Background: an optimization exercise with open tools, aiming at small area and a short achievable clock period. Do not read the settings as production practice.
Only the layout flow was run in this run; the RTL was not checked for function there.

**design/flow/design.v**
```verilog
module memi_bch79 (
    input  wire        clk,
    input  wire        rst_n,
    input  wire        enc_valid,
    input  wire [63:0] enc_data,
    output reg         enc_out_valid,
    output reg  [78:0] enc_code,
    input  wire        dec_valid,
    input  wire [78:0] dec_code,
    output reg         dec_out_valid,
    output reg  [63:0] dec_data,
    output reg  [1:0]  dec_status
);
    function [6:0] gf_mul;
        input [6:0] a;
        input [6:0] b;
        integer k;
        reg [6:0] acc;
        reg [6:0] sh;
        begin
            acc = 7'd0;
            sh  = a;
            for (k = 0; k < 7; k = k + 1) begin
                if (b[k]) acc = acc ^ sh;
                sh = {sh[5:0], 1'b0} ^ (sh[6] ? 7'h09 : 7'h00);
            end
            gf_mul = acc;
        end
    endfunction
    wire [13:0] enc_chk;
    wire enc_par;
    wire ex0 = enc_data[17] ^ enc_data[43];
    wire ex1 = enc_data[14] ^ enc_data[3];
    wire ex2 = enc_data[0] ^ enc_data[22];
    wire ex3 = enc_data[13] ^ enc_data[46];
    wire ex4 = enc_data[27] ^ enc_data[33];
    wire ex5 = enc_data[30] ^ enc_data[44];
    wire ex6 = enc_data[1] ^ enc_data[23];
    wire ex7 = enc_data[31] ^ enc_data[47];
    wire ex8 = enc_data[37] ^ enc_data[62];
    wire ex9 = enc_data[2] ^ enc_data[24];
    wire ex10 = enc_data[38] ^ enc_data[63];
    wire ex11 = enc_data[25] ^ enc_data[26];
    wire ex12 = enc_data[32] ^ enc_data[4];
    wire ex13 = enc_data[18] ^ enc_data[5];
    wire ex14 = enc_data[29] ^ enc_data[45];
    wire ex15 = enc_data[48] ^ enc_data[61];
    wire ex16 = enc_data[50] ^ enc_data[53];
    wire ex17 = enc_data[56] ^ ex1;
    wire ex18 = enc_data[28] ^ enc_data[59];
    wire ex19 = enc_data[10] ^ enc_data[54];
    wire ex20 = enc_data[49] ^ enc_data[57];
    wire ex21 = enc_data[11] ^ enc_data[55];
    wire ex22 = enc_data[12] ^ enc_data[58];
    wire ex23 = enc_data[42] ^ enc_data[6];
    wire ex24 = enc_data[9] ^ ex0;
    wire ex25 = ex14 ^ ex4;
    wire ex26 = ex16 ^ ex2;
    wire ex27 = enc_data[39] ^ ex6;
    wire ex28 = enc_data[7] ^ ex8;
    wire ex29 = enc_data[40] ^ ex9;
    wire ex30 = enc_data[41] ^ ex3;
    wire ex31 = ex5 ^ ex7;
    wire ex32 = enc_data[35] ^ enc_data[60];
    wire ex33 = enc_data[34] ^ ex18;
    wire ex34 = ex15 ^ ex19;
    wire ex35 = enc_data[21] ^ ex10;
    wire ex36 = ex11 ^ ex12;
    wire ex37 = enc_data[20] ^ ex28;
    wire ex38 = enc_data[15] ^ enc_data[19];
    wire ex39 = enc_data[52] ^ enc_data[8];
    wire ex40 = enc_data[16] ^ enc_data[50];
    wire ex41 = enc_data[14] ^ ex13;
    wire ex42 = ex20 ^ ex21;
    wire ex43 = enc_data[61] ^ ex23;
    wire ex44 = ex22 ^ ex40;
    wire ex45 = enc_data[51] ^ ex24;
    wire ex46 = ex27 ^ ex32;
    wire ex47 = enc_data[36] ^ ex29;
    wire ex48 = enc_data[60] ^ ex35;
    wire ex49 = ex30 ^ ex42;
    wire ex50 = ex17 ^ ex31;
    wire ex51 = enc_data[5] ^ enc_data[58];
    wire ex52 = enc_data[30] ^ enc_data[43];
    wire ex53 = enc_data[22] ^ enc_data[55];
    wire ex54 = enc_data[26] ^ enc_data[49];
    wire ex55 = enc_data[10] ^ enc_data[4];
    wire ex56 = enc_data[42] ^ enc_data[47];
    wire ex57 = enc_data[57] ^ ex3;
    wire ex58 = enc_data[6] ^ ex15;
    wire ex59 = enc_data[13] ^ ex0;
    wire ex60 = enc_data[38] ^ ex4;
    wire ex61 = enc_data[40] ^ ex39;
    wire ex62 = ex38 ^ ex52;
    wire ex63 = enc_data[25] ^ ex10;
    wire ex64 = enc_data[23] ^ ex13;
    wire ex65 = enc_data[0] ^ ex1;
    wire ex66 = enc_data[29] ^ ex21;
    wire ex67 = enc_data[2] ^ ex22;
    wire ex68 = enc_data[62] ^ ex11;
    wire ex69 = ex12 ^ ex54;
    wire ex70 = enc_data[27] ^ ex23;
    wire ex71 = enc_data[37] ^ ex33;
    wire ex72 = enc_data[39] ^ ex26;
    wire ex73 = ex25 ^ ex41;
    wire ex74 = ex26 ^ ex60;
    wire ex75 = ex34 ^ ex61;
    wire ex76 = enc_data[32] ^ ex25;
    wire ex77 = enc_data[41] ^ ex44;
    wire ex78 = enc_data[46] ^ ex43;
    wire ex79 = ex27 ^ ex63;
    wire ex80 = enc_data[9] ^ ex29;
    wire ex81 = enc_data[24] ^ ex30;
    wire ex82 = ex31 ^ ex36;
    wire ex83 = ex24 ^ ex33;
    wire ex84 = enc_data[63] ^ ex17;
    wire ex85 = ex45 ^ ex58;
    wire ex86 = enc_data[16] ^ ex37;
    wire ex87 = enc_data[54] ^ ex48;
    wire ex88 = ex47 ^ ex62;
    wire ex89 = ex50 ^ ex53;
    wire ex90 = ex37 ^ ex65;
    wire ex91 = ex46 ^ ex68;
    wire ex92 = enc_data[15] ^ ex49;
    wire ex_enc_chk_0_0 = enc_data[8] ^ ex38;
    wire ex_enc_chk_0_1 = ex5 ^ ex57;
    wire ex_enc_chk_0_2 = ex_enc_chk_0_0 ^ ex71;
    wire ex_enc_chk_0_3 = ex72 ^ ex73;
    wire ex_enc_chk_0_4 = ex_enc_chk_0_1 ^ ex85;
    wire ex_enc_chk_0_5 = ex_enc_chk_0_2 ^ ex_enc_chk_0_3;
    assign enc_chk[0] = ex_enc_chk_0_4 ^ ex_enc_chk_0_5;
    wire ex_enc_chk_1_0 = enc_data[59] ^ ex20;
    wire ex_enc_chk_1_1 = ex51 ^ ex7;
    wire ex_enc_chk_1_2 = ex59 ^ ex_enc_chk_1_0;
    wire ex_enc_chk_1_3 = ex_enc_chk_1_1 ^ ex46;
    wire ex_enc_chk_1_4 = ex74 ^ ex75;
    wire ex_enc_chk_1_5 = ex_enc_chk_1_2 ^ ex86;
    wire ex_enc_chk_1_6 = ex_enc_chk_1_3 ^ ex_enc_chk_1_4;
    assign enc_chk[1] = ex_enc_chk_1_5 ^ ex_enc_chk_1_6;
    wire ex_enc_chk_2_0 = ex2 ^ ex51;
    wire ex_enc_chk_2_1 = ex6 ^ ex8;
    wire ex_enc_chk_2_2 = ex_enc_chk_2_0 ^ ex_enc_chk_2_1;
    wire ex_enc_chk_2_3 = ex49 ^ ex76;
    wire ex_enc_chk_2_4 = ex_enc_chk_2_2 ^ ex87;
    wire ex_enc_chk_2_5 = ex88 ^ ex_enc_chk_2_3;
    assign enc_chk[2] = ex_enc_chk_2_4 ^ ex_enc_chk_2_5;
    wire ex_enc_chk_3_0 = enc_data[20] ^ enc_data[33];
    wire ex_enc_chk_3_1 = ex9 ^ ex_enc_chk_3_0;
    wire ex_enc_chk_3_2 = ex_enc_chk_3_1 ^ ex71;
    wire ex_enc_chk_3_3 = ex77 ^ ex78;
    wire ex_enc_chk_3_4 = ex79 ^ ex89;
    wire ex_enc_chk_3_5 = ex_enc_chk_3_2 ^ ex_enc_chk_3_3;
    assign enc_chk[3] = ex_enc_chk_3_4 ^ ex_enc_chk_3_5;
    wire ex_enc_chk_4_0 = enc_data[19] ^ enc_data[21];
    wire ex_enc_chk_4_1 = enc_data[28] ^ enc_data[8];
    wire ex_enc_chk_4_2 = ex32 ^ ex_enc_chk_4_0;
    wire ex_enc_chk_4_3 = ex_enc_chk_4_1 ^ ex28;
    wire ex_enc_chk_4_4 = ex36 ^ ex64;
    wire ex_enc_chk_4_5 = ex_enc_chk_4_2 ^ ex50;
    wire ex_enc_chk_4_6 = ex74 ^ ex78;
    wire ex_enc_chk_4_7 = ex80 ^ ex_enc_chk_4_3;
    wire ex_enc_chk_4_8 = ex_enc_chk_4_4 ^ ex_enc_chk_4_5;
    wire ex_enc_chk_4_9 = ex_enc_chk_4_6 ^ ex_enc_chk_4_7;
    assign enc_chk[4] = ex_enc_chk_4_8 ^ ex_enc_chk_4_9;
    wire ex_enc_chk_5_0 = enc_data[17] ^ enc_data[18];
    wire ex_enc_chk_5_1 = enc_data[36] ^ enc_data[59];
    wire ex_enc_chk_5_2 = ex10 ^ ex16;
    wire ex_enc_chk_5_3 = ex19 ^ ex6;
    wire ex_enc_chk_5_4 = ex_enc_chk_5_0 ^ ex_enc_chk_5_1;
    wire ex_enc_chk_5_5 = ex_enc_chk_5_2 ^ ex_enc_chk_5_3;
    wire ex_enc_chk_5_6 = ex_enc_chk_5_4 ^ ex81;
    wire ex_enc_chk_5_7 = ex82 ^ ex_enc_chk_5_5;
    wire ex_enc_chk_5_8 = ex90 ^ ex_enc_chk_5_6;
    assign enc_chk[5] = ex_enc_chk_5_7 ^ ex_enc_chk_5_8;
    wire ex_enc_chk_6_0 = enc_data[1] ^ ex9;
    wire ex_enc_chk_6_1 = ex26 ^ ex43;
    wire ex_enc_chk_6_2 = ex57 ^ ex66;
    wire ex_enc_chk_6_3 = ex_enc_chk_6_0 ^ ex82;
    wire ex_enc_chk_6_4 = ex83 ^ ex_enc_chk_6_1;
    wire ex_enc_chk_6_5 = ex_enc_chk_6_2 ^ ex87;
    wire ex_enc_chk_6_6 = ex_enc_chk_6_3 ^ ex_enc_chk_6_4;
    assign enc_chk[6] = ex_enc_chk_6_5 ^ ex_enc_chk_6_6;
    wire ex_enc_chk_7_0 = enc_data[43] ^ enc_data[51];
    wire ex_enc_chk_7_1 = enc_data[7] ^ ex13;
    wire ex_enc_chk_7_2 = ex_enc_chk_7_0 ^ ex34;
    wire ex_enc_chk_7_3 = ex67 ^ ex_enc_chk_7_1;
    wire ex_enc_chk_7_4 = ex76 ^ ex_enc_chk_7_2;
    wire ex_enc_chk_7_5 = ex_enc_chk_7_3 ^ ex89;
    wire ex_enc_chk_7_6 = ex91 ^ ex_enc_chk_7_4;
    assign enc_chk[7] = ex_enc_chk_7_5 ^ ex_enc_chk_7_6;
    wire ex_enc_chk_8_0 = enc_data[31] ^ enc_data[52];
    wire ex_enc_chk_8_1 = ex8 ^ ex_enc_chk_8_0;
    wire ex_enc_chk_8_2 = ex64 ^ ex66;
    wire ex_enc_chk_8_3 = ex69 ^ ex_enc_chk_8_1;
    wire ex_enc_chk_8_4 = ex45 ^ ex47;
    wire ex_enc_chk_8_5 = ex72 ^ ex84;
    wire ex_enc_chk_8_6 = ex_enc_chk_8_2 ^ ex_enc_chk_8_3;
    wire ex_enc_chk_8_7 = ex_enc_chk_8_4 ^ ex_enc_chk_8_5;
    assign enc_chk[8] = ex_enc_chk_8_6 ^ ex_enc_chk_8_7;
    wire ex_enc_chk_9_0 = enc_data[12] ^ ex12;
    wire ex_enc_chk_9_1 = ex14 ^ ex2;
    wire ex_enc_chk_9_2 = ex17 ^ ex_enc_chk_9_0;
    wire ex_enc_chk_9_3 = ex_enc_chk_9_1 ^ ex75;
    wire ex_enc_chk_9_4 = ex79 ^ ex81;
    wire ex_enc_chk_9_5 = ex83 ^ ex_enc_chk_9_2;
    wire ex_enc_chk_9_6 = ex_enc_chk_9_3 ^ ex_enc_chk_9_4;
    assign enc_chk[9] = ex_enc_chk_9_5 ^ ex_enc_chk_9_6;
    wire ex_enc_chk_10_0 = enc_data[29] ^ enc_data[33];
    wire ex_enc_chk_10_1 = enc_data[53] ^ ex5;
    wire ex_enc_chk_10_2 = ex55 ^ ex56;
    wire ex_enc_chk_10_3 = ex_enc_chk_10_0 ^ ex41;
    wire ex_enc_chk_10_4 = ex_enc_chk_10_1 ^ ex_enc_chk_10_2;
    wire ex_enc_chk_10_5 = ex80 ^ ex_enc_chk_10_3;
    wire ex_enc_chk_10_6 = ex_enc_chk_10_4 ^ ex91;
    wire ex_enc_chk_10_7 = ex92 ^ ex_enc_chk_10_5;
    assign enc_chk[10] = ex_enc_chk_10_6 ^ ex_enc_chk_10_7;
    wire ex_enc_chk_11_0 = enc_data[11] ^ enc_data[34];
    wire ex_enc_chk_11_1 = enc_data[45] ^ enc_data[5];
    wire ex_enc_chk_11_2 = ex11 ^ ex7;
    wire ex_enc_chk_11_3 = ex_enc_chk_11_0 ^ ex_enc_chk_11_1;
    wire ex_enc_chk_11_4 = ex34 ^ ex70;
    wire ex_enc_chk_11_5 = ex_enc_chk_11_2 ^ ex_enc_chk_11_3;
    wire ex_enc_chk_11_6 = ex77 ^ ex84;
    wire ex_enc_chk_11_7 = ex_enc_chk_11_4 ^ ex_enc_chk_11_5;
    wire ex_enc_chk_11_8 = ex88 ^ ex_enc_chk_11_6;
    assign enc_chk[11] = ex_enc_chk_11_7 ^ ex_enc_chk_11_8;
    wire ex_enc_chk_12_0 = enc_data[12] ^ enc_data[3];
    wire ex_enc_chk_12_1 = enc_data[31] ^ enc_data[35];
    wire ex_enc_chk_12_2 = enc_data[44] ^ enc_data[48];
    wire ex_enc_chk_12_3 = enc_data[51] ^ ex0;
    wire ex_enc_chk_12_4 = ex18 ^ ex_enc_chk_12_0;
    wire ex_enc_chk_12_5 = ex_enc_chk_12_1 ^ ex_enc_chk_12_2;
    wire ex_enc_chk_12_6 = ex36 ^ ex70;
    wire ex_enc_chk_12_7 = ex_enc_chk_12_3 ^ ex_enc_chk_12_4;
    wire ex_enc_chk_12_8 = ex_enc_chk_12_5 ^ ex_enc_chk_12_6;
    wire ex_enc_chk_12_9 = ex_enc_chk_12_7 ^ ex86;
    wire ex_enc_chk_12_10 = ex92 ^ ex_enc_chk_12_8;
    assign enc_chk[12] = ex_enc_chk_12_9 ^ ex_enc_chk_12_10;
    wire ex_enc_chk_13_0 = enc_data[28] ^ enc_data[36];
    wire ex_enc_chk_13_1 = enc_data[44] ^ enc_data[56];
    wire ex_enc_chk_13_2 = enc_data[7] ^ ex39;
    wire ex_enc_chk_13_3 = ex56 ^ ex_enc_chk_13_0;
    wire ex_enc_chk_13_4 = ex_enc_chk_13_1 ^ ex44;
    wire ex_enc_chk_13_5 = ex59 ^ ex69;
    wire ex_enc_chk_13_6 = ex_enc_chk_13_2 ^ ex_enc_chk_13_3;
    wire ex_enc_chk_13_7 = ex48 ^ ex73;
    wire ex_enc_chk_13_8 = ex_enc_chk_13_4 ^ ex_enc_chk_13_5;
    wire ex_enc_chk_13_9 = ex_enc_chk_13_6 ^ ex_enc_chk_13_7;
    assign enc_chk[13] = ex_enc_chk_13_8 ^ ex_enc_chk_13_9;
    wire ex_enc_par_0 = enc_data[1] ^ enc_data[11];
    wire ex_enc_par_1 = enc_data[19] ^ enc_data[52];
    wire ex_enc_par_2 = ex20 ^ ex55;
    wire ex_enc_par_3 = ex_enc_par_0 ^ ex_enc_par_1;
    wire ex_enc_par_4 = ex25 ^ ex35;
    wire ex_enc_par_5 = ex67 ^ ex_enc_par_2;
    wire ex_enc_par_6 = ex_enc_par_3 ^ ex_enc_par_4;
    wire ex_enc_par_7 = ex_enc_par_5 ^ ex85;
    wire ex_enc_par_8 = ex90 ^ ex_enc_par_6;
    assign enc_par = ex_enc_par_7 ^ ex_enc_par_8;
    always @(posedge clk) begin
        enc_out_valid <= rst_n & enc_valid;
        enc_code      <= {enc_par, enc_chk, enc_data};
    end
    wire [6:0] s1_c, s3_c;
    wire p_ca, p_cb;
    wire sx0 = dec_code[41] ^ dec_code[61];
    wire sx1 = dec_code[10] ^ dec_code[37];
    wire sx2 = dec_code[44] ^ dec_code[58];
    wire sx3 = dec_code[11] ^ dec_code[24];
    wire sx4 = dec_code[16] ^ dec_code[23];
    wire sx5 = dec_code[36] ^ dec_code[9];
    wire sx6 = dec_code[42] ^ dec_code[59];
    wire sx7 = dec_code[43] ^ dec_code[62];
    wire sx8 = dec_code[46] ^ dec_code[60];
    wire sx9 = dec_code[19] ^ dec_code[3];
    wire sx10 = dec_code[38] ^ sx1;
    wire sx11 = sx0 ^ sx2;
    wire sx12 = dec_code[5] ^ dec_code[53];
    wire sx13 = dec_code[2] ^ dec_code[25];
    wire sx14 = dec_code[47] ^ dec_code[72];
    wire sx15 = dec_code[12] ^ dec_code[26];
    wire sx16 = dec_code[35] ^ sx4;
    wire sx17 = dec_code[45] ^ sx6;
    wire sx18 = dec_code[13] ^ dec_code[27];
    wire sx19 = dec_code[14] ^ dec_code[17];
    wire sx20 = dec_code[40] ^ dec_code[57];
    wire sx21 = dec_code[55] ^ dec_code[63];
    wire sx22 = dec_code[15] ^ dec_code[18];
    wire sx23 = dec_code[54] ^ dec_code[6];
    wire sx24 = dec_code[34] ^ dec_code[39];
    wire sx25 = dec_code[48] ^ dec_code[73];
    wire sx26 = dec_code[71] ^ sx5;
    wire sx27 = dec_code[32] ^ sx9;
    wire sx28 = dec_code[20] ^ sx3;
    wire sx29 = dec_code[0] ^ dec_code[7];
    wire sx30 = dec_code[1] ^ dec_code[28];
    wire sx31 = dec_code[33] ^ dec_code[4];
    wire sx32 = dec_code[52] ^ dec_code[77];
    wire sx33 = dec_code[8] ^ sx18;
    wire sx34 = sx20 ^ sx8;
    wire sx35 = dec_code[29] ^ sx13;
    wire sx36 = dec_code[22] ^ sx15;
    wire sx37 = sx17 ^ sx7;
    wire sx38 = dec_code[31] ^ sx11;
    wire sx39 = dec_code[56] ^ sx10;
    wire sx40 = dec_code[49] ^ dec_code[74];
    wire sx41 = dec_code[51] ^ sx12;
    wire sx42 = dec_code[21] ^ sx24;
    wire sx43 = dec_code[69] ^ sx21;
    wire sx44 = sx14 ^ sx25;
    wire sx45 = dec_code[75] ^ sx26;
    wire sx46 = sx16 ^ sx29;
    wire sx47 = sx28 ^ sx31;
    wire sx48 = dec_code[11] ^ dec_code[30];
    wire sx49 = dec_code[50] ^ dec_code[68];
    wire sx50 = sx19 ^ sx30;
    wire sx51 = dec_code[76] ^ sx22;
    wire sx52 = dec_code[67] ^ sx40;
    wire sx53 = dec_code[4] ^ sx32;
    wire sx54 = dec_code[13] ^ sx27;
    wire sx55 = dec_code[5] ^ sx35;
    wire sx56 = sx11 ^ sx43;
    wire sx57 = dec_code[70] ^ sx36;
    wire sx58 = dec_code[64] ^ sx37;
    wire sx59 = sx33 ^ sx46;
    wire sx60 = sx23 ^ sx38;
    wire sx61 = sx42 ^ sx55;
    wire sx62 = dec_code[42] ^ dec_code[8];
    wire sx63 = dec_code[26] ^ dec_code[47];
    wire sx64 = dec_code[57] ^ dec_code[7];
    wire sx65 = dec_code[61] ^ dec_code[66];
    wire sx66 = dec_code[77] ^ dec_code[9];
    wire sx67 = dec_code[14] ^ dec_code[76];
    wire sx68 = dec_code[52] ^ dec_code[58];
    wire sx69 = dec_code[25] ^ dec_code[73];
    wire sx70 = dec_code[28] ^ dec_code[38];
    wire sx71 = dec_code[36] ^ dec_code[62];
    wire sx72 = dec_code[0] ^ dec_code[22];
    wire sx73 = dec_code[1] ^ dec_code[45];
    wire sx74 = dec_code[51] ^ dec_code[53];
    wire sx75 = sx0 ^ sx12;
    wire sx76 = dec_code[12] ^ sx14;
    wire sx77 = dec_code[63] ^ sx7;
    wire sx78 = dec_code[65] ^ sx8;
    wire sx79 = dec_code[50] ^ sx22;
    wire sx80 = sx25 ^ sx63;
    wire sx81 = sx48 ^ sx66;
    wire sx82 = dec_code[75] ^ sx49;
    wire sx83 = sx23 ^ sx68;
    wire sx84 = dec_code[54] ^ sx32;
    wire sx85 = dec_code[71] ^ sx74;
    wire sx86 = dec_code[39] ^ sx41;
    wire sx87 = sx15 ^ sx52;
    wire sx88 = sx34 ^ sx41;
    wire sx89 = dec_code[10] ^ sx53;
    wire sx90 = sx19 ^ sx27;
    wire sx91 = sx26 ^ sx72;
    wire sx92 = sx28 ^ sx9;
    wire sx93 = sx44 ^ sx84;
    wire sx94 = sx13 ^ sx16;
    wire sx95 = dec_code[19] ^ sx51;
    wire sx96 = sx38 ^ sx54;
    wire sx97 = sx39 ^ sx86;
    wire sx98 = sx45 ^ sx87;
    wire sx99 = sx39 ^ sx47;
    wire sx100 = sx56 ^ sx69;
    wire sx_s1_c_0_0 = dec_code[30] ^ dec_code[32];
    wire sx_s1_c_0_1 = dec_code[37] ^ dec_code[48];
    wire sx_s1_c_0_2 = sx21 ^ sx3;
    wire sx_s1_c_0_3 = sx_s1_c_0_0 ^ sx_s1_c_0_1;
    wire sx_s1_c_0_4 = sx34 ^ sx50;
    wire sx_s1_c_0_5 = sx75 ^ sx_s1_c_0_2;
    wire sx_s1_c_0_6 = sx_s1_c_0_3 ^ sx45;
    wire sx_s1_c_0_7 = sx_s1_c_0_4 ^ sx_s1_c_0_5;
    wire sx_s1_c_0_8 = sx58 ^ sx59;
    wire sx_s1_c_0_9 = sx_s1_c_0_6 ^ sx_s1_c_0_7;
    assign s1_c[0] = sx_s1_c_0_8 ^ sx_s1_c_0_9;
    wire sx_s1_c_1_0 = dec_code[24] ^ dec_code[33];
    wire sx_s1_c_1_1 = dec_code[49] ^ sx5;
    wire sx_s1_c_1_2 = sx62 ^ sx_s1_c_1_0;
    wire sx_s1_c_1_3 = sx35 ^ sx50;
    wire sx_s1_c_1_4 = sx51 ^ sx76;
    wire sx_s1_c_1_5 = sx77 ^ sx78;
    wire sx_s1_c_1_6 = sx_s1_c_1_1 ^ sx_s1_c_1_2;
    wire sx_s1_c_1_7 = sx39 ^ sx_s1_c_1_3;
    wire sx_s1_c_1_8 = sx_s1_c_1_4 ^ sx_s1_c_1_5;
    wire sx_s1_c_1_9 = sx_s1_c_1_6 ^ sx60;
    wire sx_s1_c_1_10 = sx_s1_c_1_7 ^ sx_s1_c_1_8;
    assign s1_c[1] = sx_s1_c_1_9 ^ sx_s1_c_1_10;
    wire sx_s1_c_2_0 = dec_code[16] ^ dec_code[44];
    wire sx_s1_c_2_1 = sx21 ^ sx24;
    wire sx_s1_c_2_2 = sx64 ^ sx65;
    wire sx_s1_c_2_3 = sx_s1_c_2_0 ^ sx10;
    wire sx_s1_c_2_4 = sx35 ^ sx79;
    wire sx_s1_c_2_5 = sx80 ^ sx81;
    wire sx_s1_c_2_6 = sx_s1_c_2_1 ^ sx_s1_c_2_2;
    wire sx_s1_c_2_7 = sx37 ^ sx54;
    wire sx_s1_c_2_8 = sx_s1_c_2_3 ^ sx_s1_c_2_4;
    wire sx_s1_c_2_9 = sx_s1_c_2_5 ^ sx_s1_c_2_6;
    wire sx_s1_c_2_10 = sx_s1_c_2_7 ^ sx_s1_c_2_8;
    assign s1_c[2] = sx_s1_c_2_9 ^ sx_s1_c_2_10;
    wire sx_s1_c_3_0 = dec_code[20] ^ dec_code[23];
    wire sx_s1_c_3_1 = dec_code[24] ^ dec_code[55];
    wire sx_s1_c_3_2 = sx30 ^ sx31;
    wire sx_s1_c_3_3 = sx6 ^ sx64;
    wire sx_s1_c_3_4 = sx_s1_c_3_0 ^ sx_s1_c_3_1;
    wire sx_s1_c_3_5 = sx_s1_c_3_2 ^ sx_s1_c_3_3;
    wire sx_s1_c_3_6 = sx_s1_c_3_4 ^ sx_s1_c_3_5;
    wire sx_s1_c_3_7 = sx96 ^ sx97;
    wire sx_s1_c_3_8 = sx98 ^ sx_s1_c_3_6;
    assign s1_c[3] = sx_s1_c_3_7 ^ sx_s1_c_3_8;
    wire sx_s1_c_4_0 = dec_code[32] ^ dec_code[60];
    wire sx_s1_c_4_1 = dec_code[72] ^ sx20;
    wire sx_s1_c_4_2 = sx67 ^ sx_s1_c_4_0;
    wire sx_s1_c_4_3 = sx33 ^ sx82;
    wire sx_s1_c_4_4 = sx83 ^ sx_s1_c_4_1;
    wire sx_s1_c_4_5 = sx_s1_c_4_2 ^ sx37;
    wire sx_s1_c_4_6 = sx_s1_c_4_3 ^ sx_s1_c_4_4;
    wire sx_s1_c_4_7 = sx61 ^ sx99;
    wire sx_s1_c_4_8 = sx_s1_c_4_5 ^ sx_s1_c_4_6;
    assign s1_c[4] = sx_s1_c_4_7 ^ sx_s1_c_4_8;
    wire sx_s1_c_5_0 = dec_code[15] ^ dec_code[3];
    wire sx_s1_c_5_1 = dec_code[33] ^ dec_code[35];
    wire sx_s1_c_5_2 = dec_code[43] ^ dec_code[59];
    wire sx_s1_c_5_3 = dec_code[6] ^ dec_code[7];
    wire sx_s1_c_5_4 = sx67 ^ sx70;
    wire sx_s1_c_5_5 = sx_s1_c_5_0 ^ sx_s1_c_5_1;
    wire sx_s1_c_5_6 = sx_s1_c_5_2 ^ sx_s1_c_5_3;
    wire sx_s1_c_5_7 = sx36 ^ sx42;
    wire sx_s1_c_5_8 = sx81 ^ sx_s1_c_5_4;
    wire sx_s1_c_5_9 = sx_s1_c_5_5 ^ sx_s1_c_5_6;
    wire sx_s1_c_5_10 = sx88 ^ sx_s1_c_5_7;
    wire sx_s1_c_5_11 = sx_s1_c_5_8 ^ sx_s1_c_5_9;
    wire sx_s1_c_5_12 = sx100 ^ sx_s1_c_5_10;
    assign s1_c[5] = sx_s1_c_5_11 ^ sx_s1_c_5_12;
    wire sx_s1_c_6_0 = dec_code[15] ^ dec_code[29];
    wire sx_s1_c_6_1 = dec_code[40] ^ dec_code[47];
    wire sx_s1_c_6_2 = dec_code[56] ^ dec_code[60];
    wire sx_s1_c_6_3 = dec_code[74] ^ sx24;
    wire sx_s1_c_6_4 = sx71 ^ sx_s1_c_6_0;
    wire sx_s1_c_6_5 = sx_s1_c_6_1 ^ sx_s1_c_6_2;
    wire sx_s1_c_6_6 = sx17 ^ sx_s1_c_6_3;
    wire sx_s1_c_6_7 = sx_s1_c_6_4 ^ sx_s1_c_6_5;
    wire sx_s1_c_6_8 = sx57 ^ sx89;
    wire sx_s1_c_6_9 = sx_s1_c_6_6 ^ sx_s1_c_6_7;
    wire sx_s1_c_6_10 = sx59 ^ sx60;
    wire sx_s1_c_6_11 = sx_s1_c_6_8 ^ sx_s1_c_6_9;
    assign s1_c[6] = sx_s1_c_6_10 ^ sx_s1_c_6_11;
    wire sx_s3_c_0_0 = dec_code[69] ^ sx40;
    wire sx_s3_c_0_1 = sx75 ^ sx80;
    wire sx_s3_c_0_2 = sx83 ^ sx_s3_c_0_0;
    wire sx_s3_c_0_3 = sx47 ^ sx90;
    wire sx_s3_c_0_4 = sx91 ^ sx_s3_c_0_1;
    wire sx_s3_c_0_5 = sx_s3_c_0_2 ^ sx58;
    wire sx_s3_c_0_6 = sx_s3_c_0_3 ^ sx_s3_c_0_4;
    assign s3_c[0] = sx_s3_c_0_5 ^ sx_s3_c_0_6;
    wire sx_s3_c_1_0 = dec_code[17] ^ dec_code[59];
    wire sx_s3_c_1_1 = dec_code[68] ^ dec_code[77];
    wire sx_s3_c_1_2 = sx71 ^ sx73;
    wire sx_s3_c_1_3 = sx_s3_c_1_0 ^ sx_s3_c_1_1;
    wire sx_s3_c_1_4 = sx43 ^ sx76;
    wire sx_s3_c_1_5 = sx_s3_c_1_2 ^ sx_s3_c_1_3;
    wire sx_s3_c_1_6 = sx46 ^ sx92;
    wire sx_s3_c_1_7 = sx_s3_c_1_4 ^ sx_s3_c_1_5;
    wire sx_s3_c_1_8 = sx60 ^ sx97;
    wire sx_s3_c_1_9 = sx_s3_c_1_6 ^ sx_s3_c_1_7;
    assign s3_c[1] = sx_s3_c_1_8 ^ sx_s3_c_1_9;
    wire sx_s3_c_2_0 = dec_code[57] ^ sx18;
    wire sx_s3_c_2_1 = sx19 ^ sx4;
    wire sx_s3_c_2_2 = sx70 ^ sx8;
    wire sx_s3_c_2_3 = sx77 ^ sx_s3_c_2_0;
    wire sx_s3_c_2_4 = sx_s3_c_2_1 ^ sx_s3_c_2_2;
    wire sx_s3_c_2_5 = sx92 ^ sx93;
    wire sx_s3_c_2_6 = sx_s3_c_2_3 ^ sx_s3_c_2_4;
    wire sx_s3_c_2_7 = sx61 ^ sx98;
    wire sx_s3_c_2_8 = sx_s3_c_2_5 ^ sx_s3_c_2_6;
    assign s3_c[2] = sx_s3_c_2_7 ^ sx_s3_c_2_8;
    wire sx_s3_c_3_0 = dec_code[21] ^ dec_code[23];
    wire sx_s3_c_3_1 = dec_code[27] ^ dec_code[34];
    wire sx_s3_c_3_2 = dec_code[52] ^ sx1;
    wire sx_s3_c_3_3 = sx14 ^ sx29;
    wire sx_s3_c_3_4 = sx3 ^ sx73;
    wire sx_s3_c_3_5 = sx_s3_c_3_0 ^ sx_s3_c_3_1;
    wire sx_s3_c_3_6 = sx78 ^ sx79;
    wire sx_s3_c_3_7 = sx_s3_c_3_2 ^ sx_s3_c_3_3;
    wire sx_s3_c_3_8 = sx_s3_c_3_4 ^ sx_s3_c_3_5;
    wire sx_s3_c_3_9 = sx45 ^ sx57;
    wire sx_s3_c_3_10 = sx90 ^ sx_s3_c_3_6;
    wire sx_s3_c_3_11 = sx_s3_c_3_7 ^ sx_s3_c_3_8;
    wire sx_s3_c_3_12 = sx100 ^ sx_s3_c_3_9;
    wire sx_s3_c_3_13 = sx_s3_c_3_10 ^ sx_s3_c_3_11;
    assign s3_c[3] = sx_s3_c_3_12 ^ sx_s3_c_3_13;
    wire sx_s3_c_4_0 = dec_code[18] ^ dec_code[21];
    wire sx_s3_c_4_1 = dec_code[68] ^ dec_code[70];
    wire sx_s3_c_4_2 = sx62 ^ sx_s3_c_4_0;
    wire sx_s3_c_4_3 = sx_s3_c_4_1 ^ sx44;
    wire sx_s3_c_4_4 = sx_s3_c_4_2 ^ sx88;
    wire sx_s3_c_4_5 = sx89 ^ sx94;
    wire sx_s3_c_4_6 = sx_s3_c_4_3 ^ sx96;
    wire sx_s3_c_4_7 = sx_s3_c_4_4 ^ sx_s3_c_4_5;
    assign s3_c[4] = sx_s3_c_4_6 ^ sx_s3_c_4_7;
    wire sx_s3_c_5_0 = dec_code[2] ^ dec_code[34];
    wire sx_s3_c_5_1 = dec_code[55] ^ dec_code[61];
    wire sx_s3_c_5_2 = dec_code[67] ^ sx12;
    wire sx_s3_c_5_3 = sx2 ^ sx23;
    wire sx_s3_c_5_4 = sx48 ^ sx49;
    wire sx_s3_c_5_5 = sx7 ^ sx_s3_c_5_0;
    wire sx_s3_c_5_6 = sx_s3_c_5_1 ^ sx10;
    wire sx_s3_c_5_7 = sx16 ^ sx34;
    wire sx_s3_c_5_8 = sx53 ^ sx_s3_c_5_2;
    wire sx_s3_c_5_9 = sx_s3_c_5_3 ^ sx_s3_c_5_4;
    wire sx_s3_c_5_10 = sx_s3_c_5_5 ^ sx91;
    wire sx_s3_c_5_11 = sx95 ^ sx_s3_c_5_6;
    wire sx_s3_c_5_12 = sx_s3_c_5_7 ^ sx_s3_c_5_8;
    wire sx_s3_c_5_13 = sx_s3_c_5_9 ^ sx_s3_c_5_10;
    wire sx_s3_c_5_14 = sx_s3_c_5_11 ^ sx_s3_c_5_12;
    assign s3_c[5] = sx_s3_c_5_13 ^ sx_s3_c_5_14;
    wire sx_s3_c_6_0 = dec_code[46] ^ dec_code[62];
    wire sx_s3_c_6_1 = dec_code[74] ^ sx30;
    wire sx_s3_c_6_2 = sx65 ^ sx_s3_c_6_0;
    wire sx_s3_c_6_3 = sx17 ^ sx33;
    wire sx_s3_c_6_4 = sx44 ^ sx85;
    wire sx_s3_c_6_5 = sx_s3_c_6_1 ^ sx_s3_c_6_2;
    wire sx_s3_c_6_6 = sx57 ^ sx94;
    wire sx_s3_c_6_7 = sx95 ^ sx_s3_c_6_3;
    wire sx_s3_c_6_8 = sx_s3_c_6_4 ^ sx_s3_c_6_5;
    wire sx_s3_c_6_9 = sx99 ^ sx_s3_c_6_6;
    wire sx_s3_c_6_10 = sx_s3_c_6_7 ^ sx_s3_c_6_8;
    assign s3_c[6] = sx_s3_c_6_9 ^ sx_s3_c_6_10;
    wire sx_p_ca_0 = dec_code[30] ^ dec_code[31];
    wire sx_p_ca_1 = dec_code[6] ^ sx22;
    wire sx_p_ca_2 = sx5 ^ sx_p_ca_0;
    wire sx_p_ca_3 = sx10 ^ sx27;
    wire sx_p_ca_4 = sx36 ^ sx50;
    wire sx_p_ca_5 = sx_p_ca_1 ^ sx_p_ca_2;
    wire sx_p_ca_6 = sx47 ^ sx_p_ca_3;
    wire sx_p_ca_7 = sx_p_ca_4 ^ sx_p_ca_5;
    wire sx_p_ca_8 = sx59 ^ sx61;
    wire sx_p_ca_9 = sx_p_ca_6 ^ sx_p_ca_7;
    assign p_ca = sx_p_ca_8 ^ sx_p_ca_9;
    wire sx_p_cb_0 = dec_code[56] ^ dec_code[65];
    wire sx_p_cb_1 = dec_code[66] ^ dec_code[70];
    wire sx_p_cb_2 = dec_code[76] ^ dec_code[78];
    wire sx_p_cb_3 = sx_p_cb_0 ^ sx_p_cb_1;
    wire sx_p_cb_4 = sx_p_cb_2 ^ sx34;
    wire sx_p_cb_5 = sx52 ^ sx82;
    wire sx_p_cb_6 = sx85 ^ sx_p_cb_3;
    wire sx_p_cb_7 = sx56 ^ sx93;
    wire sx_p_cb_8 = sx_p_cb_4 ^ sx_p_cb_5;
    wire sx_p_cb_9 = sx_p_cb_6 ^ sx58;
    wire sx_p_cb_10 = sx_p_cb_7 ^ sx_p_cb_8;
    assign p_cb = sx_p_cb_9 ^ sx_p_cb_10;
    reg        v1;
    reg [63:0] d1;
    reg [6:0]  u_q, s3_q;
    reg        p_qa, p_qb;     
    wire       p_q = p_qa ^ p_qb;
    always @(posedge clk) begin
        v1   <= rst_n & dec_valid;
        d1   <= dec_code[63:0];
        u_q  <= s1_c;
        s3_q <= s3_c;
        p_qa <= p_ca;
        p_qb <= p_cb;
    end
    wire [127:0] u_oh = 128'd1 << u_q;
    wire [6:0] w_inv3;
    assign w_inv3[0] = |(u_oh & 128'h85171f397d3521e1ec0715d9c155d956);
    assign w_inv3[1] = |(u_oh & 128'h77bca8c40edde83cfa9b8fae20590f0);
    assign w_inv3[2] = |(u_oh & 128'hd3d8a3c4b729aac8883ed3b1ef77e000);
    assign w_inv3[3] = |(u_oh & 128'h9d7459fd639529fbdb72e2c062284688);
    assign w_inv3[4] = |(u_oh & 128'h76d02a17ab13d34bf22b331b534913bc);
    assign w_inv3[5] = |(u_oh & 128'h7a55ce6bcde0f5c45424a2b9e9a25f80);
    assign w_inv3[6] = |(u_oh & 128'h4ae285f65b8d65a17edf971ddc8880a0);
    function in_range;
        input [6:0] x;
        begin
            case (x)
                7'd1, 7'd2, 7'd4, 7'd8, 7'd16, 7'd32, 7'd64, 7'd9, 7'd18, 7'd36, 7'd72, 7'd25, 7'd50, 7'd100, 7'd65, 7'd11, 7'd22, 7'd44, 7'd88, 7'd57, 7'd114, 7'd109, 7'd83, 7'd47, 7'd94, 7'd53, 7'd106, 7'd93, 7'd51, 7'd102, 7'd69, 7'd3, 7'd6, 7'd12, 7'd24, 7'd48, 7'd96, 7'd73, 7'd27, 7'd54, 7'd108, 7'd81, 7'd43, 7'd86, 7'd37, 7'd74, 7'd29, 7'd58, 7'd116, 7'd97, 7'd75, 7'd31, 7'd62, 7'd124, 7'd113, 7'd107, 7'd95, 7'd55, 7'd110, 7'd85, 7'd35, 7'd70, 7'd5, 7'd10, 7'd20, 7'd40, 7'd80, 7'd41, 7'd82, 7'd45, 7'd90, 7'd61, 7'd122, 7'd125, 7'd115, 7'd111, 7'd87, 7'd39: in_range = 1'b1;
                default: in_range = 1'b0;
            endcase
        end
    endfunction
    wire [6:0] ls [0:6];
    wire [6:0] ts;
    assign ls[0][0] = ^(s3_q & 7'h0);
    assign ls[0][1] = ^(s3_q & 7'h5c);
    assign ls[0][2] = ^(s3_q & 7'h58);
    assign ls[0][3] = ^(s3_q & 7'h60);
    assign ls[0][4] = ^(s3_q & 7'h16);
    assign ls[0][5] = ^(s3_q & 7'h68);
    assign ls[0][6] = ^(s3_q & 7'h48);
    assign ts[0] = ^(s3_q & 7'h1);
    assign ls[1][0] = ^(s3_q & 7'h0);
    assign ls[1][1] = ^(s3_q & 7'h6e);
    assign ls[1][2] = ^(s3_q & 7'h6c);
    assign ls[1][3] = ^(s3_q & 7'h30);
    assign ls[1][4] = ^(s3_q & 7'hb);
    assign ls[1][5] = ^(s3_q & 7'h74);
    assign ls[1][6] = ^(s3_q & 7'h64);
    assign ts[1] = ^(s3_q & 7'h40);
    assign ls[2][0] = ^(s3_q & 7'h0);
    assign ls[2][1] = ^(s3_q & 7'h77);
    assign ls[2][2] = ^(s3_q & 7'h76);
    assign ls[2][3] = ^(s3_q & 7'h18);
    assign ls[2][4] = ^(s3_q & 7'h5);
    assign ls[2][5] = ^(s3_q & 7'h3a);
    assign ls[2][6] = ^(s3_q & 7'h32);
    assign ts[2] = ^(s3_q & 7'h20);
    assign ls[3][0] = ^(s3_q & 7'h0);
    assign ls[3][1] = ^(s3_q & 7'h7b);
    assign ls[3][2] = ^(s3_q & 7'h3b);
    assign ls[3][3] = ^(s3_q & 7'h4c);
    assign ls[3][4] = ^(s3_q & 7'h42);
    assign ls[3][5] = ^(s3_q & 7'h5d);
    assign ls[3][6] = ^(s3_q & 7'h19);
    assign ts[3] = ^(s3_q & 7'h10);
    assign ls[4][0] = ^(s3_q & 7'h0);
    assign ls[4][1] = ^(s3_q & 7'h3d);
    assign ls[4][2] = ^(s3_q & 7'h1d);
    assign ls[4][3] = ^(s3_q & 7'h66);
    assign ls[4][4] = ^(s3_q & 7'h21);
    assign ls[4][5] = ^(s3_q & 7'h2e);
    assign ls[4][6] = ^(s3_q & 7'hc);
    assign ts[4] = ^(s3_q & 7'h8);
    assign ls[5][0] = ^(s3_q & 7'h0);
    assign ls[5][1] = ^(s3_q & 7'h1e);
    assign ls[5][2] = ^(s3_q & 7'he);
    assign ls[5][3] = ^(s3_q & 7'h33);
    assign ls[5][4] = ^(s3_q & 7'h50);
    assign ls[5][5] = ^(s3_q & 7'h57);
    assign ls[5][6] = ^(s3_q & 7'h46);
    assign ts[5] = ^(s3_q & 7'h44);
    assign ls[6][0] = ^(s3_q & 7'h0);
    assign ls[6][1] = ^(s3_q & 7'h4f);
    assign ls[6][2] = ^(s3_q & 7'h47);
    assign ls[6][3] = ^(s3_q & 7'h59);
    assign ls[6][4] = ^(s3_q & 7'h28);
    assign ls[6][5] = ^(s3_q & 7'h6b);
    assign ls[6][6] = ^(s3_q & 7'h23);
    assign ts[6] = ^(s3_q & 7'h22);
    wire [6:0] y_v = ({7{w_inv3[0]}} & ls[0]) ^ ({7{w_inv3[1]}} & ls[1]) ^
                     ({7{w_inv3[2]}} & ls[2]) ^ ({7{w_inv3[3]}} & ls[3]) ^
                     ({7{w_inv3[4]}} & ls[4]) ^ ({7{w_inv3[5]}} & ls[5]) ^
                     ({7{w_inv3[6]}} & ls[6]);
    wire       trc = ~^(w_inv3 & ts);
    wire [6:0] ubx [0:6];
    assign ubx[0][0] = ^(u_q & 7'h1);
    assign ubx[0][1] = ^(u_q & 7'h2);
    assign ubx[0][2] = ^(u_q & 7'h4);
    assign ubx[0][3] = ^(u_q & 7'h8);
    assign ubx[0][4] = ^(u_q & 7'h10);
    assign ubx[0][5] = ^(u_q & 7'h20);
    assign ubx[0][6] = ^(u_q & 7'h40);
    assign ubx[1][0] = ^(u_q & 7'h40);
    assign ubx[1][1] = ^(u_q & 7'h1);
    assign ubx[1][2] = ^(u_q & 7'h2);
    assign ubx[1][3] = ^(u_q & 7'h44);
    assign ubx[1][4] = ^(u_q & 7'h8);
    assign ubx[1][5] = ^(u_q & 7'h10);
    assign ubx[1][6] = ^(u_q & 7'h20);
    assign ubx[2][0] = ^(u_q & 7'h20);
    assign ubx[2][1] = ^(u_q & 7'h40);
    assign ubx[2][2] = ^(u_q & 7'h1);
    assign ubx[2][3] = ^(u_q & 7'h22);
    assign ubx[2][4] = ^(u_q & 7'h44);
    assign ubx[2][5] = ^(u_q & 7'h8);
    assign ubx[2][6] = ^(u_q & 7'h10);
    assign ubx[3][0] = ^(u_q & 7'h10);
    assign ubx[3][1] = ^(u_q & 7'h20);
    assign ubx[3][2] = ^(u_q & 7'h40);
    assign ubx[3][3] = ^(u_q & 7'h11);
    assign ubx[3][4] = ^(u_q & 7'h22);
    assign ubx[3][5] = ^(u_q & 7'h44);
    assign ubx[3][6] = ^(u_q & 7'h8);
    assign ubx[4][0] = ^(u_q & 7'h8);
    assign ubx[4][1] = ^(u_q & 7'h10);
    assign ubx[4][2] = ^(u_q & 7'h20);
    assign ubx[4][3] = ^(u_q & 7'h48);
    assign ubx[4][4] = ^(u_q & 7'h11);
    assign ubx[4][5] = ^(u_q & 7'h22);
    assign ubx[4][6] = ^(u_q & 7'h44);
    assign ubx[5][0] = ^(u_q & 7'h44);
    assign ubx[5][1] = ^(u_q & 7'h8);
    assign ubx[5][2] = ^(u_q & 7'h10);
    assign ubx[5][3] = ^(u_q & 7'h64);
    assign ubx[5][4] = ^(u_q & 7'h48);
    assign ubx[5][5] = ^(u_q & 7'h11);
    assign ubx[5][6] = ^(u_q & 7'h22);
    assign ubx[6][0] = ^(u_q & 7'h22);
    assign ubx[6][1] = ^(u_q & 7'h44);
    assign ubx[6][2] = ^(u_q & 7'h8);
    assign ubx[6][3] = ^(u_q & 7'h32);
    assign ubx[6][4] = ^(u_q & 7'h64);
    assign ubx[6][5] = ^(u_q & 7'h48);
    assign ubx[6][6] = ^(u_q & 7'h11);
    wire [6:0] x1_v = ({7{y_v[0]}} & ubx[0]) ^
                      ({7{y_v[1]}} & ubx[1]) ^
                      ({7{y_v[2]}} & ubx[2]) ^
                      ({7{y_v[3]}} & ubx[3]) ^
                      ({7{y_v[4]}} & ubx[4]) ^
                      ({7{y_v[5]}} & ubx[5]) ^
                      ({7{y_v[6]}} & ubx[6]);
    reg        v2;
    reg [63:0] d2;
    reg [6:0]  u2, x1_q;
    reg        p2, trc2, u_nz2, s3_nz2;
    always @(posedge clk) begin
        v2     <= rst_n & v1;
        d2     <= d1;
        u2     <= u_q;
        x1_q     <= x1_v;
        p2     <= p_q;
        trc2   <= trc;
        u_nz2  <= |u_q;
        s3_nz2 <= |s3_q;
    end
    wire [6:0] x1  = x1_q;
    wire [6:0] x2  = x1 ^ u2;
    wire       u_nz  = u_nz2;
    wire       s3_nz = s3_nz2;
    wire       x1_z  = ~|x1;
    wire       in1   = in_range(x1);
    wire       in2   = in_range(x2);
    wire       ok    = u_nz & ~trc2 & in2 & ((in1 & ~p2) | x1_z);
    reg [7:0]  lo1, lo2;
    reg [15:0] hi1, hi2;
    integer i;
    always @* begin
        for (i = 0; i < 8; i = i + 1) begin
            lo1[i] = ok & (x1[2:0] == i);
            lo2[i] = ok & (x2[2:0] == i);
        end
        for (i = 0; i < 16; i = i + 1) begin
            hi1[i] = (x1[6:3] == i);
            hi2[i] = (x2[6:3] == i);
        end
    end
    wire [63:0] fix;
    assign fix[0] = (lo1[1] & hi1[8]) | (lo2[1] & hi2[8]);
    assign fix[1] = (lo1[3] & hi1[1]) | (lo2[3] & hi2[1]);
    assign fix[2] = (lo1[6] & hi1[2]) | (lo2[6] & hi2[2]);
    assign fix[3] = (lo1[4] & hi1[5]) | (lo2[4] & hi2[5]);
    assign fix[4] = (lo1[0] & hi1[11]) | (lo2[0] & hi2[11]);
    assign fix[5] = (lo1[1] & hi1[7]) | (lo2[1] & hi2[7]);
    assign fix[6] = (lo1[2] & hi1[14]) | (lo2[2] & hi2[14]);
    assign fix[7] = (lo1[5] & hi1[13]) | (lo2[5] & hi2[13]);
    assign fix[8] = (lo1[3] & hi1[10]) | (lo2[3] & hi2[10]);
    assign fix[9] = (lo1[7] & hi1[5]) | (lo2[7] & hi2[5]);
    assign fix[10] = (lo1[6] & hi1[11]) | (lo2[6] & hi2[11]);
    assign fix[11] = (lo1[5] & hi1[6]) | (lo2[5] & hi2[6]);
    assign fix[12] = (lo1[2] & hi1[13]) | (lo2[2] & hi2[13]);
    assign fix[13] = (lo1[5] & hi1[11]) | (lo2[5] & hi2[11]);
    assign fix[14] = (lo1[3] & hi1[6]) | (lo2[3] & hi2[6]);
    assign fix[15] = (lo1[6] & hi1[12]) | (lo2[6] & hi2[12]);
    assign fix[16] = (lo1[5] & hi1[8]) | (lo2[5] & hi2[8]);
    assign fix[17] = (lo1[3] & hi1[0]) | (lo2[3] & hi2[0]);
    assign fix[18] = (lo1[6] & hi1[0]) | (lo2[6] & hi2[0]);
    assign fix[19] = (lo1[4] & hi1[1]) | (lo2[4] & hi2[1]);
    assign fix[20] = (lo1[0] & hi1[3]) | (lo2[0] & hi2[3]);
    assign fix[21] = (lo1[0] & hi1[6]) | (lo2[0] & hi2[6]);
    assign fix[22] = (lo1[0] & hi1[12]) | (lo2[0] & hi2[12]);
    assign fix[23] = (lo1[1] & hi1[9]) | (lo2[1] & hi2[9]);
    assign fix[24] = (lo1[3] & hi1[3]) | (lo2[3] & hi2[3]);
    assign fix[25] = (lo1[6] & hi1[6]) | (lo2[6] & hi2[6]);
    assign fix[26] = (lo1[4] & hi1[13]) | (lo2[4] & hi2[13]);
    assign fix[27] = (lo1[1] & hi1[10]) | (lo2[1] & hi2[10]);
    assign fix[28] = (lo1[3] & hi1[5]) | (lo2[3] & hi2[5]);
    assign fix[29] = (lo1[6] & hi1[10]) | (lo2[6] & hi2[10]);
    assign fix[30] = (lo1[5] & hi1[4]) | (lo2[5] & hi2[4]);
    assign fix[31] = (lo1[2] & hi1[9]) | (lo2[2] & hi2[9]);
    assign fix[32] = (lo1[5] & hi1[3]) | (lo2[5] & hi2[3]);
    assign fix[33] = (lo1[2] & hi1[7]) | (lo2[2] & hi2[7]);
    assign fix[34] = (lo1[4] & hi1[14]) | (lo2[4] & hi2[14]);
    assign fix[35] = (lo1[1] & hi1[12]) | (lo2[1] & hi2[12]);
    assign fix[36] = (lo1[3] & hi1[9]) | (lo2[3] & hi2[9]);
    assign fix[37] = (lo1[7] & hi1[3]) | (lo2[7] & hi2[3]);
    assign fix[38] = (lo1[6] & hi1[7]) | (lo2[6] & hi2[7]);
    assign fix[39] = (lo1[4] & hi1[15]) | (lo2[4] & hi2[15]);
    assign fix[40] = (lo1[1] & hi1[14]) | (lo2[1] & hi2[14]);
    assign fix[41] = (lo1[3] & hi1[13]) | (lo2[3] & hi2[13]);
    assign fix[42] = (lo1[7] & hi1[11]) | (lo2[7] & hi2[11]);
    assign fix[43] = (lo1[7] & hi1[6]) | (lo2[7] & hi2[6]);
    assign fix[44] = (lo1[6] & hi1[13]) | (lo2[6] & hi2[13]);
    assign fix[45] = (lo1[5] & hi1[10]) | (lo2[5] & hi2[10]);
    assign fix[46] = (lo1[3] & hi1[4]) | (lo2[3] & hi2[4]);
    assign fix[47] = (lo1[6] & hi1[8]) | (lo2[6] & hi2[8]);
    assign fix[48] = (lo1[5] & hi1[0]) | (lo2[5] & hi2[0]);
    assign fix[49] = (lo1[2] & hi1[1]) | (lo2[2] & hi2[1]);
    assign fix[50] = (lo1[4] & hi1[2]) | (lo2[4] & hi2[2]);
    assign fix[51] = (lo1[0] & hi1[5]) | (lo2[0] & hi2[5]);
    assign fix[52] = (lo1[0] & hi1[10]) | (lo2[0] & hi2[10]);
    assign fix[53] = (lo1[1] & hi1[5]) | (lo2[1] & hi2[5]);
    assign fix[54] = (lo1[2] & hi1[10]) | (lo2[2] & hi2[10]);
    assign fix[55] = (lo1[5] & hi1[5]) | (lo2[5] & hi2[5]);
    assign fix[56] = (lo1[2] & hi1[11]) | (lo2[2] & hi2[11]);
    assign fix[57] = (lo1[5] & hi1[7]) | (lo2[5] & hi2[7]);
    assign fix[58] = (lo1[2] & hi1[15]) | (lo2[2] & hi2[15]);
    assign fix[59] = (lo1[5] & hi1[15]) | (lo2[5] & hi2[15]);
    assign fix[60] = (lo1[3] & hi1[14]) | (lo2[3] & hi2[14]);
    assign fix[61] = (lo1[7] & hi1[13]) | (lo2[7] & hi2[13]);
    assign fix[62] = (lo1[7] & hi1[10]) | (lo2[7] & hi2[10]);
    assign fix[63] = (lo1[7] & hi1[4]) | (lo2[7] & hi2[4]);
    reg [1:0] st;
    always @* begin
        if (ok)
            st = (x1_z & p2) ? 2'd1 : 2'd2;
        else if (!u_nz && !s3_nz)
            st = {1'b0, p2};
        else
            st = 2'd3;
    end
    always @(posedge clk) begin
        dec_out_valid <= rst_n & v2;
        dec_data      <= d2 ^ fix;
        dec_status    <= st;
    end
endmodule
```
**design/flow/standard.sh**
```bash
#!/bin/bash
# synth_recipe.tcl (not shown) runs the flow's synth.tcl, then flattens the netlist and writes it again
# the make line also repeats each setting of config.mk as NAME=value (left out here)
make -C /OpenROAD-flow-scripts/flow DESIGN_CONFIG=/design/flow/config.mk WORK_HOME=/design/flow/orfs CLKGATE_MAP_FILE= SYNTH_SCRIPT=/design/flow/synth_recipe.tcl "${@:-finish}"
```
**design/flow/config.mk**
```make
export PLATFORM = sky130hd
export DESIGN_NAME = memi_bch79
export DESIGN_NICKNAME = memi_bch79
export VERILOG_FILES = /design/flow/design.v
export SDC_FILE = /design/flow/constraint.sdc
export NUM_CORES = 4
export LEC_CHECK = 0
export CAP_MARGIN = 20
export CORE_MARGIN = 2
export CORE_UTILIZATION = 50
export SLEW_MARGIN = 20
```
**design/flow/constraint.sdc**
```tcl
create_clock -name core_clock -period 20.0 [get_ports {clk}]
set_input_delay 4.0000 -clock core_clock [delete_from_list [all_inputs] [get_ports {clk}]]
set_output_delay 4.0000 -clock core_clock [all_outputs]
set_load 0.01 [all_outputs]
```
**design/flow/flow/run.sh**
```bash
#!/bin/bash
# The standard ORFS layout (the standard.sh), with two changes:
# timing repair keeps a setup margin, so that paths are optimised well below
# the 20 ns clock, and the ports get plain buffers.
set -euo pipefail
bash standard.sh SETUP_SLACK_MARGIN=14.6 "BUFFER_PORTS_ARGS=-buffer_cell sky130_fd_sc_hd__buf_2"  finish > orfs_flow.log 2>&1
```
==> impl_metrics.toml <==
[status]
run_status = "no timing/DRC/antenna violations"

[route]
vias = 15880
wl_per_cell_um = 25.03
wl_mm = 67.22
final_antenna_net_count = 0
drtIter0Drc = 2035
drc = 0
via_per_inst = 5.914
firstDrtPassIters = 6

[hold_path]
hold_end = "d2[31]$_DFF_P_"
min_from = "d1[31]$_DFF_P_"
hp-class = "flop to flop"
hold_path_depth = 0

[sta]
rsz0062_at_grt = "yes"
drv_slew = 0
setup_slack_ns = 14.51
fin_worst_skew_ns = 0.03019
worstMarginPinSlew_ns = 1.059
finalSetupTns_ns = 0
slew_headroom = 0.2922
period_needed_ns = 5.490
hold_viol_final = 0
finalSetupViolCount = 0
fmax_mhz = 182.2
whs_ns = 0.3165
layout_worst_path_cycle_share = 0.2745

[logic_synthesis]
synth.avg_cell_area_um2 = 9.470
seq_area_frac_synth = 0.3512
yosys_warnings = 1
synth_edf_count = 0
syn_inst = 1878
syn-cell-area_um2 = 17780
synth_nets = 2041
synth_ff_type = "dfxtp_1"
synth_seq_cells = 312
async_flop_share = 0
synth.distinct_cells = 101

[clock_network]
clock_sinks = 312
root_buffer = "clkbuf_16"
cts_max_path_buffers = 3
clk_latency_ns = 0.56
cts_buffers = 34
cts_tree = "built"
htreeDepth = 2
clk_pin_slew_ns = 0.06

[critical_path]
reg2regPathDepth = 21
end_kind = "flop"
critPathArrivalTime_ns = 5.92
start_kind = "flop"
r2r_slack_ns = 14.51
path_class = "flop to flop"
worstPathMaxFanout = 17
reg2reg_from = "u_q[5]$_DFF_P_"
required_ns = 20.43
r2r_end = "in1$_DFF_P_"

[placement]
dpl_worst_slack_ns = 13.20
dp_hpwl_mm = 47.10
dpl_cell_area_um2 = 19440
placed_cells_incl_taps = 2552
gp_congestion = 0.9698
port_buffers = 293

[finish]
drive_gt1_frac = 0.2661
design_area_um2 = 22230
multi_input_area_um2 = 11710
final_cells = 2686
antenna_cells = 0
final_core_util = 0.6297
nets = 2365
n_fill_cell = 2994
final-seq-area_um2 = 6271
syn_to_final_growth_pct = 25.02

[floorplanning]
start_util = 0.5037
die_height_um = 192.6
core-area_um2 = 35310
ioPinCount = 294
fp-row-count = 69
die_w_um = 192.6
dieArea_um2 = 37090

[global_route]
first_global_vias = 14550
grt_util_all_layers = 0.3264
grt_max_degree = 76
grt_pass1_wl_mm = 89.67
overflow = 0
grt_antenna_before_repair = 2

[run]
cap_violations = 0
critical path, stage by stage (launching register included):
cell and delay, ns:
dfxtp_4 0.45, buf_12 0.20, nor2b_1 0.13, a32o_1 0.28, o31ai_2 0.19, nand4b_1 0.25
buf_4 0.22, or4b_4 0.59, nor2_4 0.17, mux2i_2 0.27, a2bb2oi_2 0.25, xnor3_2 0.47
buf_4 0.19, a31oi_2 0.19, o311a_4 0.25, xor2_4 0.25, ha_1 0.29, a21o_1 0.17
o311a_1 0.13, a31o_2 0.22, o21ai_2 0.13, nor3_1 0.05
final cells by class:
class,instances,area share
clock buffer,46,0.04305
sequential,312,0.2820
timing repair buffer,377,0.1097
multi-input combinational,1445,0.5266
clock inverter,13,0.006697
inverter,32,0.005965
tap,461,0.02594
layout by cell type (no fill, tap or decap), types with 8 or more instances in the layout:
cell / netlist / final
buf_12: 0 / 9
o211ai_1: 8 / 8
ha_1: 16 / 15
clkbuf_16: 0 / 48
xnor2_2: 1 / 17
xor2_1: 168 / 158
nor2b_1: 29 / 22
xor2_2: 3 / 11
dfxtp_1: 312 / 304
nand3_1: 28 / 27
nand4_1: 12 / 12
o32ai_1: 13 / 13
a22oi_1: 43 / 43
buf_2: 30 / 294
a31oi_1: 12 / 10
o21ai_0: 36 / 32
nand3b_1: 9 / 9
or2_2: 10 / 9
and2_1: 17 / 17
xnor2_1: 487 / 469
nand2_1: 98 / 97
nor4_1: 14 / 8
nor3_1: 39 / 34
and3_1: 12 / 12
buf_4: 22 / 60
a21oi_1: 39 / 34
nor2_1: 84 / 77
o22ai_1: 34 / 33
a211oi_1: 13 / 10
inv_1: 31 / 28
nand2b_1: 30 / 23
how the worst max path moves through the flow:
stage                   startpoint              to  slack, ns  cells past startpoint
floorplan             dec_code[24]  u_q[4]$_DFF_P_      14.61                      7
global placement    u_q[0]$_DFF_P_     in1$_DFF_P_      13.39                     21
detailed placement  u_q[0]$_DFF_P_     in1$_DFF_P_      13.20                     21
CTS                 u_q[0]$_DFF_P_     in1$_DFF_P_      14.47                     20
global route        u_q[2]$_DFF_P_     in1$_DFF_P_      14.38                     21
finish              u_q[5]$_DFF_P_     in1$_DFF_P_      14.51                     21
cells in the mapped netlist, drive strengths merged (28+ instances only):
library cell / instances / area, um^2
xnor2: 488 / 4282
dfxtp: 312 / 6246
xor2: 171 / 1520
nand2: 100 / 380.4
nor2: 85 / 321.6
buf: 60 / 382.9
a22oi: 43 / 322.8
o21ai: 41 / 209.0
a21oi: 39 / 195.2
nor3: 39 / 195.2
o22ai: 34 / 212.7
clkbuf: 33 / 123.9
inv: 31 / 116.4
nand2b: 31 / 196.4
nor2b: 30 / 190.2
nand3: 28 / 140.1
registers in the layout (all words and copies together), names as in the netlist:
signal and flops:
u_nz2 1, p_qb 1, dec_data 64, trc2 1, p2 1, p_qa 1, s3_q 7, d2 64
v1 1, x1_q 7, dec_out_valid 1, s3_nz2 1, u2 7, u_q 7, enc_out_valid 1, d1 64
in1 1, dec_status 2, enc_code 79, v2 1
per-layer routing:
layer | vias up | routed length, um | global-route usage
met2 | 1038 | 30320 | 0.5219
met3 | 246 | 6200 | 0.05692
met5 | - | 52 | 0
li1 | 7063 | - | -
met4 | 4 | 3597 | 0.1371
met1 | 7533 | 27050 | 0.4339
cells by family (layout without fill, tap and decap cells):
family          count (synthesis)  count (layout)  share of synthesized area
compound gates                301             301                     0.1231
xor+xnor                      669             672                     0.3390
buf+inv                       125             468                    0.03525
simple gates                  446             447                     0.1351
flops                         312             312                     0.3512
fa+ha+maj                      16              16                    0.01126
mux                             9               9                   0.005136
repair_timing:
item / CTS / global route
hold buffers: 0 / 0
pin swaps: 10 / 33
gates cloned: 0 / 18
endpoints found under the setup margin: 11 / 9
gates resized for setup: 56 / 115
setup buffers: 12 / 45

## port drivers added, routing unchanged
In the flow no input, the clock included, has a driving cell. The finished layout below was timed again as built, in two steps. Step 1 assumes that a clkbuf_16 drives the clock port and a buf_2 every other input. Step 2, shift: input delay + t, output delay - t, t = (earliest + latest rising clock arrival at the registers) / 2. This alone moves slack from input paths to output paths. Slacks: ideal ports / drivers / drivers and shift; pairs: ideal ports / drivers.
t (ns): 0.597
setup WS [ns]: 14.510 / 14.510 / 14.046
latest minus earliest clock arrival (ns): 0.031 / 0.031
After both steps this run still meets setup and hold. For this run, drivers alone change the setup slack by 0.000 ns; drivers and shift together by -0.464 ns.
